From an optimization exercise on the open Yosys and OpenROAD flow, aimed at small area; shortcuts taken in it are not production practice. Function was checked by simulation only, so behaviour that the tests miss may differ from the original. No activity file was given, so power comes from the tool's default toggle rates.

Setup of the reference run:
==> flow/design.v (excerpt) <==
module lane_filter (
    input  wire        clk,
    input  wire        rst,
    input  wire        start,
    input  wire        stop,
    input  wire [17:0] cfg_w0,
    input  wire [17:0] cfg_w1,
    input  wire [17:0] cfg_w2,
    input  wire [17:0] cfg_w3,
    input  wire [17:0] cfg_w4,
    input  wire        mod_en,
    input  wire        mod_bit,
    input  wire        coef_we,
    input  wire [5:0]  coef_addr,
    input  wire [17:0] coef_data,
    output reg         smp_valid,
    output reg  [17:0] smp_value,
    output reg         smp_clip
);
clock: 15.0 ns
lec_check: 0
cap_margin: 20
core_margin: 2
core_utilization: 60
cts_cluster_diameter: 90
cts_cluster_size: 22
slew_margin: 20
run.sh (not shown) runs the stock make flow with config.mk's settings and CLKGATE_MAP_FILE= SYNTH_SCRIPT=/design/flow/synth_recipe.tcl, a recipe that flattens the netlist after the stock synthesis.
Setup changes, the reference run to the trial run
--- a/flow/design.v
+++ b/flow/design.v
@@ -177,24 +177,23 @@
     reg         mF, mB;
     always @(posedge clk) begin
         mF <= p_sym ? (jj > 7'd32 && jj < half + 7'd32) : (jj != 7'd0 && jj < p_taps && jj <= 7'd32);
         mB <= p_sym ? (jj < tmh) : (jj > 7'd32 && jj < p_taps);
     end
     wire        pval  = mF | mB;
     wire [17:0] hw    = mF ? fd0 : (mB ? bd0 : 18'd0);
+    wire [18:0] hsum  = {hw[17], hw};
     wire [17:0] cq    = (st == S_PRE) ? (pval ? ((p_sym & mF) ? crd2 : crd) : 18'd0) : c0r;
-    wire signed [18:0] mcand = (st == S_MM) ? {1'b0, p_scale} : {cq[17], cq};
-    wire [23:0] wsrc  = (st == S_PRE) ? {{6{hw[17]}}, hw} :
-                        ((st == S_MM) ? {{2{q[21]}}, q} : {{6{u[17]}}, u});
-    wire [2:0]  toppl = (st == S_MM) ? 3'd7 : 3'd5;
+    wire signed [21:0] mcand = (st == S_MM) ? q : {{4{cq[17]}}, cq};
+    wire [18:0] wsrc  = (st == S_PRE) ? hsum : ((st == S_MM) ? {1'b0, p_scale} : {u[17], u});
     wire [2:0]  dig   = wsrc[pl*3 +: 3];
-    wire        dtop  = (pl == toppl);
-    wire signed [3:0]  dval = {dtop & dig[2], dig};
-    wire signed [22:0] pp   = mcand * dval;
-    wire first = (pl == toppl) && ((st != S_PRE) || (pc == 6'd0));
+    wire        dtop  = (pl == 3'd5) && (st != S_MM);
+    wire signed [3:0]  dval = dtop ? wsrc[18:15] : {1'b0, dig};
+    wire signed [25:0] pp   = mcand * dval;
+    wire first = (pl == 3'd5) && ((st != S_PRE) || (pc == 6'd0));
     wire horner = (st == S_FM) || (st == S_MM) || (st == S_PRE);
     wire [41:0] acc_l3 = {acc[38:0], 3'd0};
     wire [41:0] acc_r1 = {acc[41], acc[41:1]};
     wire [41:0] acc_r4 = {{4{acc[41]}}, acc[41:4]};
     wire [41:0] acc_r16 = {{16{acc[41]}}, acc[41:16]};
     wire cload = (st == S_IDLE) && (ph2 == nm1p) && cpend;
     reg  [41:0] base, addend;
@@ -215,15 +214,15 @@
         end
         S_FADD: addend = v;
         S_FM, S_MM, S_PRE: begin
             if (first)
                 base = 42'd0;
             else if (st != S_PRE || pc == 6'd0)
                 base = acc_l3;
-            addend = {{19{pp[22]}}, pp};
+            addend = {{16{pp[25]}}, pp};
         end
         S_SH: begin
             if (rem >= 6'd16)
                 base = acc_r16;
             else if (rem >= 6'd4)
                 base = acc_r4;
             else if (rem != 6'd0)
@@ -370,15 +369,15 @@
                 st    <= S_MA;
             end
             S_MA: begin
                 q      <= qsum[21:0];
                 mc_age <= mc_n;
                 mnew   <= mnew + 4'd1;
                 mins   <= 1'b1;
-                pl     <= 3'd7;
+                pl     <= 3'd5;
                 if (ma_go) begin
                     if (p_mab)
                         mcnt <= 4'd0;
                     st <= S_MM;
                 end else begin
                     mcnt <= mcnt + 4'd1;
                     st <= tz ? S_IDLE : S_PW;
--- outcome ---
The trial run and the reference run ended up with nearly the same signed area change from the synthesized netlist to the final layout.
met4 as the highest layer used for signal routing was reported by the trial run, and met5 by the reference run.
The trial run vs the reference run, clock buffer instance count of the final layout went up by 0.99%.
Per the comparison of the trial run with the reference run, clock share of power up 0.2 points, via total after detailed routing up 1.2%.
The trial run vs the reference run: final design area excluding fillers up slightly
According to the power report, total power for the trial run is higher than for the reference run.
After detailed routing, the reference run needs less wire than the trial run.

-- port drivers added, routing unchanged --
The results above use ideal ports. As a check the final layouts listed here were re-extracted and re-timed, cells and wires unchanged. Step 1 sets driving cells, clkbuf_16 on the clock port and buf_2 on the other inputs (assumed; they add their load-dependent delay and slew). Step 2 moves the port delays by t, midway between the first and last clock arrival at a register: inputs arrive t later, outputs are due t later. That takes back most of the time a late clock gives input paths. Three values: ideal ports, drivers, drivers and shift; two values: the first two.
run	t, ns	slack for setup (ns)	hold slack, ns	worst setup path after step 2	worst data-port slew with drivers (ns)
the reference run	0.914	3.062 / 3.062 / 3.062	0.293 / 0.293 / 0.293	register to register	0.28
the trial run	0.889	2.911 / 2.911 / 2.911	0.316 / 0.316 / 0.316	register to register	0.12
After both steps setup and hold are still met in every run listed.
